Background: an optimization exercise with open tools, aiming at small area, a short achievable clock period and few clock cycles. Do not read the settings as production practice. Only simulation tests tie the RTL to the original design; equivalence was not proved. Power is estimated from default activity; no workload was simulated.

## cmp_coder
module cmp_coder (
    input  wire        clk,
    input  wire        rst,
    input  wire        in_valid,
    output wire        in_ready,
    input  wire [15:0] in_x,
    input  wire [15:0] in_nb,
    input  wire [8:0]  cfg_nwords,
    input  wire [2:0]  cfg_avg,
    input  wire [3:0]  cfg_k,
    input  wire [7:0]  cfg_a,
    input  wire [7:0]  cfg_b,
    input  wire [7:0]  cfg_c,
    input  wire [9:0]  cfg_neighbour,
    input  wire        cfg_nb_use,
    output reg         out_valid,
    input  wire        out_ready,
    output reg  [31:0] out_data,
    output reg         out_last,
    output wire [23:0] out_bits,
    output wire [8:0]  out_escapes,
    output wire [63:0] out_header,
    output reg         out_coded
);
For scale: roughly 530 flip-flops, ~220 I/O pins, about 0.040 mm^2 of cells after synthesis.
==> flow/config.mk <==
export PLATFORM = sky130hd
export DESIGN_NAME = cmp_coder
export DESIGN_NICKNAME = cmp_coder
export VERILOG_FILES = /design/flow/design.v
export SDC_FILE = /design/flow/constraint.sdc
export NUM_CORES = 4
export LEC_CHECK = 0
export ABC_AREA = 1
export CAP_MARGIN = 20
export CORE_MARGIN = 2
export CORE_UTILIZATION = 40
export CTS_CLUSTER_DIAMETER = 100
export CTS_CLUSTER_SIZE = 30
export SLEW_MARGIN = 20
==> flow/constraint.sdc <==
create_clock -name core_clock -period 15.0 [get_ports {clk}]
set_input_delay 3.0000 -clock core_clock [delete_from_list [all_inputs] [get_ports {clk}]]
set_output_delay 3.0000 -clock core_clock [all_outputs]
set_load 0.01 [all_outputs]
standard.sh (not shown) runs the stock make flow with config.mk's settings and CLKGATE_MAP_FILE= SYNTH_SCRIPT=/design/flow/synth_recipe.tcl, a recipe that flattens the netlist after the stock synthesis.
==> flow/flow/run.sh <==
#!/bin/bash
set -euo pipefail
cd "$(dirname "$0")/.."
MARGIN=$(cat flow/margin.txt)
PORTBUF=$(cat flow/portbuf.txt)
bash standard.sh SETUP_SLACK_MARGIN=$MARGIN TNS_END_PERCENT=100 \
  "BUFFER_PORTS_ARGS=-buffer_cell $PORTBUF" finish > flow_make.log 2>&1
==> flow/flow/margin.txt <==
10.5
==> flow/flow/portbuf.txt <==
sky130_fd_sc_hd__buf_2
The starting point finished with timing, DRC and antenna clean.
Testbench counts at the start, summed over its fixed seeds: cycles 24,457.
Change:
--- a/flow/design.v
+++ b/flow/design.v
@@ -38,17 +38,17 @@
     reg        v0, first0, last0;
     reg [15:0] x0, nb0;
     reg [7:0]  a0, b0, c0;
     reg [3:0]  k0;
     reg [2:0]  avg0;
     reg [9:0]  nbr0;
     reg [8:0]  n0;
     reg [8:0]  left;           
-    reg [15:0] hx2;            
+    reg [15:0] hx1, hx2;
     reg        lastpend;
     assign in_ready = adv0_o;
     wire in_fire  = in_valid && adv0 && !rst;
     wire [15:0] imask  = wmask(cfg_avg);
     wire        ifirst = (left == 9'd0);
     wire        ilast  = ifirst ? (cfg_nwords == 9'd1) : (left == 9'd1);
     always @(posedge clk) begin
         if (rst) begin
@@ -69,17 +69,18 @@
             k0     <= cfg_k;
             avg0   <= cfg_avg;
             nbr0   <= cfg_neighbour;
             n0     <= cfg_nwords;
             first0 <= ifirst;
             last0  <= ilast;
         end
         if (adv0 && v0) begin
-            hx2 <= first0 ? x0 : x1;
+            hx1 <= x0;
+            hx2 <= first0 ? x0 : hx1;
         end
     end
     function [25:0] brow;
         input [7:0]  k;
         input [15:0] x;
         input [1:0]  j;
         input        pneg;      
         reg b2, b1, b0, neg, one, two;
@@ -105,17 +106,17 @@
         input [7:0] k;
         input [1:0] j;
         bneg = k[2*j+1];
     endfunction
     wire [25:0] rw [0:12];
     genvar gi;
     generate
         for (gi = 0; gi < 4; gi = gi + 1) begin : g_rows
-            assign rw[gi]     = brow(a0, x1, gi, (gi == 0) ? 1'b0 : bneg(a0, gi - 1));
+            assign rw[gi]     = brow(a0, hx1, gi, (gi == 0) ? 1'b0 : bneg(a0, gi - 1));
             assign rw[4 + gi] = brow(b0, hx2, gi, (gi == 0) ? 1'b0 : bneg(b0, gi - 1));
             assign rw[8 + gi] = brow(c0, nb0, gi, (gi == 0) ? 1'b0 : bneg(c0, gi - 1));
         end
     endgenerate
     wire [1:0]  nsum = {1'b0, a0[7]} + {1'b0, b0[7]} + {1'b0, c0[7]};
     assign rw[12] = 26'h201FFC0 + {18'd0, nsum, 6'd0};
     function [51:0] csa;
         input [25:0] p, q, r;
@@ -136,27 +137,24 @@
     wire [51:0] l4a = csa(l3a[25:0], l3a[51:26], l3b[25:0]);
     wire [51:0] l5a = csa(l4a[25:0], l4a[51:26], l3b[51:26]);
     reg        v1, first1, last1;
     reg [25:0] s1s, s1c;
     reg [15:0] x1;
     reg [3:0]  k1;
     reg [2:0]  avg1;
     always @(posedge clk) begin
-        if (adv && adv0 && v0)
-            x1 <= x0;
-    end
-    always @(posedge clk) begin
         if (rst)
             v1 <= 1'b0;
         else if (adv)
             v1 <= v0 && adv0;
         if (adv) begin
             s1s    <= l5a[25:0];
             s1c    <= l5a[51:26];
+            x1     <= x0;
             k1     <= k0;
             avg1   <= avg0;
             first1 <= first0;
             last1  <= last0;
         end
     end
     wire [15:0] m1    = wmask(avg1);
     wire [25:0] ssum  = s1s + s1c;
Worst setup slack improved by 62 ps.
Worst hold slack improved by 5.6 ps.
Final area came out lower by 0.47%.
Sequential cell count came out higher by 16.
Synthesized area came out higher by 0.43%.
Routed wire length came out lower by 8.7%.
Combinational power came out lower by 4.0%.
Global-route usage came out lower by 1.9 points.
Total power came out lower by 0.71%.
Sequential share of layout area came out higher by 1.2 points.
First-iteration DRC count came out lower by 19%.
Cell count came out lower by 0.97%.
Synthesized cell count came out lower by 0.98%.
Non-clock buffer count came out lower by 29.
Testbench counts after the change, summed over its fixed seeds: cycles 24,457.


cmp_coder, a different RTL version from the one above (not shown whole).
Size: about 5,000 cells after synthesis, roughly 550 flip-flops, roughly 220 I/O pins, about 42,000 µm² of cells after synthesis.
// cmp_coder
module cmp_coder (
    input  wire        clk,
    input  wire        rst,
    input  wire        in_valid,
    output wire        in_ready,
    input  wire [15:0] in_x,
    input  wire [15:0] in_nb,
    input  wire [8:0]  cfg_nwords,
    input  wire [2:0]  cfg_avg,
    input  wire [3:0]  cfg_k,
    input  wire [7:0]  cfg_a,
    input  wire [7:0]  cfg_b,
    input  wire [7:0]  cfg_c,
    input  wire [9:0]  cfg_neighbour,
    input  wire        cfg_nb_use,
    output reg         out_valid,
    input  wire        out_ready,
    output reg  [31:0] out_data,
    output reg         out_last,
    output wire [23:0] out_bits,
    output wire [8:0]  out_escapes,
    output wire [63:0] out_header,
    output reg         out_coded
);
Settings: LEC_CHECK=0, ABC_AREA=1, CAP_MARGIN=20, CORE_MARGIN=2, CORE_UTILIZATION=40, CTS_CLUSTER_DIAMETER=100, CTS_CLUSTER_SIZE=30, SLEW_MARGIN=20; clock period 15.0 ns.
Scripts as last shown in full above: flow/flow/run.sh, flow/flow/margin.txt, flow/flow/portbuf.txt
Testbench counts at the start, summed over its fixed seeds: cycles 24,457.
Change:
--- a/flow/design.v
+++ b/flow/design.v
@@ -29,18 +29,37 @@
             3'd1: wmask = 16'h1FFF;
             3'd2: wmask = 16'h3FFF;
             3'd3: wmask = 16'h7FFF;
             default: wmask = 16'hFFFF;
         endcase
     endfunction
+    function [11:0] benc;
+        input [7:0] k;
+        integer j;
+        reg b2, b1, b0;
+        begin
+            for (j = 0; j < 4; j = j + 1) begin
+                b2 = k[2*j+1];
+                b1 = k[2*j];
+                b0 = (j == 0) ? 1'b0 : k[2*j-1];
+                benc[j]     = b2;
+                benc[4 + j] = b1 ^ b0;
+                benc[8 + j] = (b2 & ~b1 & ~b0) | (~b2 & b1 & b0);
+            end
+        end
+    endfunction
+    function [7:0] bdec;
+        input [11:0] e;
+        bdec = {e[3], e[7] ^ e[2], e[2], e[6] ^ e[1], e[1], e[5] ^ e[0], e[0], e[4]};
+    endfunction
     reg  adv;         
     reg  adv0;        
     reg  adv0_o;      
     reg        v0, first0, last0;
     reg [15:0] x0, nb0;
-    reg [7:0]  a0, b0, c0;
+    reg [11:0] a0, b0, c0;
     reg [3:0]  k0;
     reg [2:0]  avg0;
     reg [9:0]  nbr0;
     reg [8:0]  n0;
     reg [8:0]  left;           
     reg [15:0] hx1, hx2;
@@ -60,15 +79,15 @@
         end else if (adv0) begin
             v0  <= 1'b0;
         end
         if (adv0) begin
             x0     <= in_x & imask;
             nb0    <= cfg_nb_use ? (in_nb & imask) : 16'd0;
-            a0     <= cfg_a;
-            b0     <= cfg_b;
-            c0     <= cfg_c;
+            a0     <= benc(cfg_a);
+            b0     <= benc(cfg_b);
+            c0     <= benc(cfg_c);
             k0     <= cfg_k;
             avg0   <= cfg_avg;
             nbr0   <= cfg_neighbour;
             n0     <= cfg_nwords;
             first0 <= ifirst;
             last0  <= ilast;
@@ -76,50 +95,47 @@
         if (adv0 && v0) begin
             hx1 <= x0;
             hx2 <= first0 ? x0 : hx1;
         end
     end
     function [25:0] brow;
-        input [7:0]  k;
+        input [11:0] k;
         input [15:0] x;
         input [1:0]  j;
         input        pneg;      
-        reg b2, b1, b0, neg, one, two;
+        reg neg, one, two;
         reg [16:0] m;
         reg [17:0] r;
         reg [25:0] v;
         begin
-            b2 = k[2*j+1];
-            b1 = k[2*j];
-            b0 = (j == 2'd0) ? 1'b0 : k[2*j-1];
-            neg = b2;
-            one = b1 ^ b0;
-            two = (b2 & ~b1 & ~b0) | (~b2 & b1 & b0);
+            neg = k[j];
+            one = k[4 + j];
+            two = k[8 + j];
             m = ({17{one}} & {1'b0, x}) | ({17{two}} & {x, 1'b0});
             r = {~neg, m ^ {17{neg}}};
             v = {8'd0, r} << (2*j);
             if (j != 2'd0)
                 v[2*j-2] = pneg;
             brow = v;
         end
     endfunction
     function bneg;
-        input [7:0] k;
+        input [11:0] k;
         input [1:0] j;
-        bneg = k[2*j+1];
+        bneg = k[j];
     endfunction
     wire [25:0] rw [0:12];
     genvar gi;
     generate
         for (gi = 0; gi < 4; gi = gi + 1) begin : g_rows
             assign rw[gi]     = brow(a0, hx1, gi, (gi == 0) ? 1'b0 : bneg(a0, gi - 1));
             assign rw[4 + gi] = brow(b0, hx2, gi, (gi == 0) ? 1'b0 : bneg(b0, gi - 1));
             assign rw[8 + gi] = brow(c0, nb0, gi, (gi == 0) ? 1'b0 : bneg(c0, gi - 1));
         end
     endgenerate
-    wire [1:0]  nsum = {1'b0, a0[7]} + {1'b0, b0[7]} + {1'b0, c0[7]};
+    wire [1:0]  nsum = {1'b0, a0[3]} + {1'b0, b0[3]} + {1'b0, c0[3]};
     assign rw[12] = 26'h201FFC0 + {18'd0, nsum, 6'd0};
     function [51:0] csa;
         input [25:0] p, q, r;
         begin
             csa[25:0]  = p ^ q ^ r;
             csa[51:26] = ((p & q) | (p & r) | (q & r)) << 1;
@@ -159,19 +175,13 @@
     wire [15:0] m1    = wmask(avg1);
     wire [25:0] ssum  = s1s + s1c;
     wire [19:0] pre   = ssum[25:6];
     wire        p_neg = pre[19] & ~(&pre);
     wire        p_ovr = ~pre[19] & ((pre[19:4] & ~{4'd0, m1[15:4]}) != 16'd0 ||
                                     ((pre[15:0] & m1) == m1));
-    wire [23:0] vx    = {x1, 6'd0};
-    wire [23:0] vs    = ~s1s[23:0];
-    wire [23:0] vc    = ~s1c[23:0];
-    wire [23:0] vp    = vx ^ vs ^ vc;
-    wire [23:0] vq    = {(vx[22:0] & vs[22:0]) | (vx[22:0] & vc[22:0]) | (vs[22:0] & vc[22:0]), 1'b1};
-    wire [23:0] vsum  = vp + vq;
-    wire [17:0] e_raw = vsum[23:6];
+    wire [17:0] e_raw = {2'b00, x1} + ~pre[17:0];       
     wire [17:0] e_ovr = {2'b00, x1} - {2'b00, m1};
     wire [17:0] e     = p_neg ? {2'b00, x1} : p_ovr ? e_ovr : e_raw;
     wire [16:0] u     = {e[15:0], 1'b0} ^ {17{e[17]}};
     reg        v2, first2, last2;
     reg [16:0] u2;
     reg [15:0] x2;
@@ -366,13 +376,13 @@
                 bits_o    <= bnext;
                 esc_o     <= enext;
                 out_coded <= codw < {4'd0, rawr};
             end
         end
         if (adv0 && v0 && last0) begin
-            hdr  <= {nbr0, c0, b0, a0, 2'b00, k0};
+            hdr  <= {nbr0, bdec(c0), bdec(b0), bdec(a0), 2'b00, k0};
             rawr <= rawn;
         end
     end
     wire        vC_n    = adv ? v3 : vC;
     wire        lastC_n = adv ? last3 : lastC;
     wire [6:0]  xq      = {2'd0, q} + {1'b0, lsC} + {2'd0, rlen[4:0]};
Effect: Design area decreases by a few percent; flip-flop and latch count increases by 10; setup slack got worse by 0.018 ns; total power increases by a little under a tenth; synthesized area decreases by a few percent; routed wire length decreases by a few percent; sequential share of layout area increases by 1.5 points; hold slack improved by 0.011 ns; clock power increases by a little under a tenth; count of clock-buffer cells in the layout increases by 5; utilization decreases by 0.19 points.
Testbench counts after the change, summed over its fixed seeds: cycles 24,457.

static timing again, ports no longer ideal:
How much do the figures lean on ideal ports? The routed layouts below were timed once more, with nothing changed but the port constraints.
Step 1 sets driving cells, clkbuf_16 on the clock port and buf_2 on the other inputs (assumed; they add their load-dependent delay and slew).
Step 2 adds t to the input delays and takes it off the output delays; t is the mean of the earliest and latest rising clock arrival at the registers after step 1. Input paths then give back, and output paths get back, about the clock's delay inside the block.
a / b / c = ideal / step 1 / step 2; a / b = the first two.
run	t (ns)	setup WS [ns]	worst hold slack (ns)
the first run of note 1	0.737	10.531 / 10.531 / 10.004	0.418 / 0.418 / 0.418
the second run of note 1	0.673	10.593 / 10.593 / 10.176	0.423 / 0.423 / 0.423
the first run of note 2	0.690	10.607 / 10.638 / 9.963	0.415 / 0.415 / 0.415
the second run of note 2	0.698	10.589 / 10.589 / 10.146	0.426 / 0.426 / 0.426
After both steps every run listed still meets setup and hold. For the first run of note 2, which loses most, drivers alone change the setup slack by +0.031 ns; drivers and shift together by -0.644 ns.
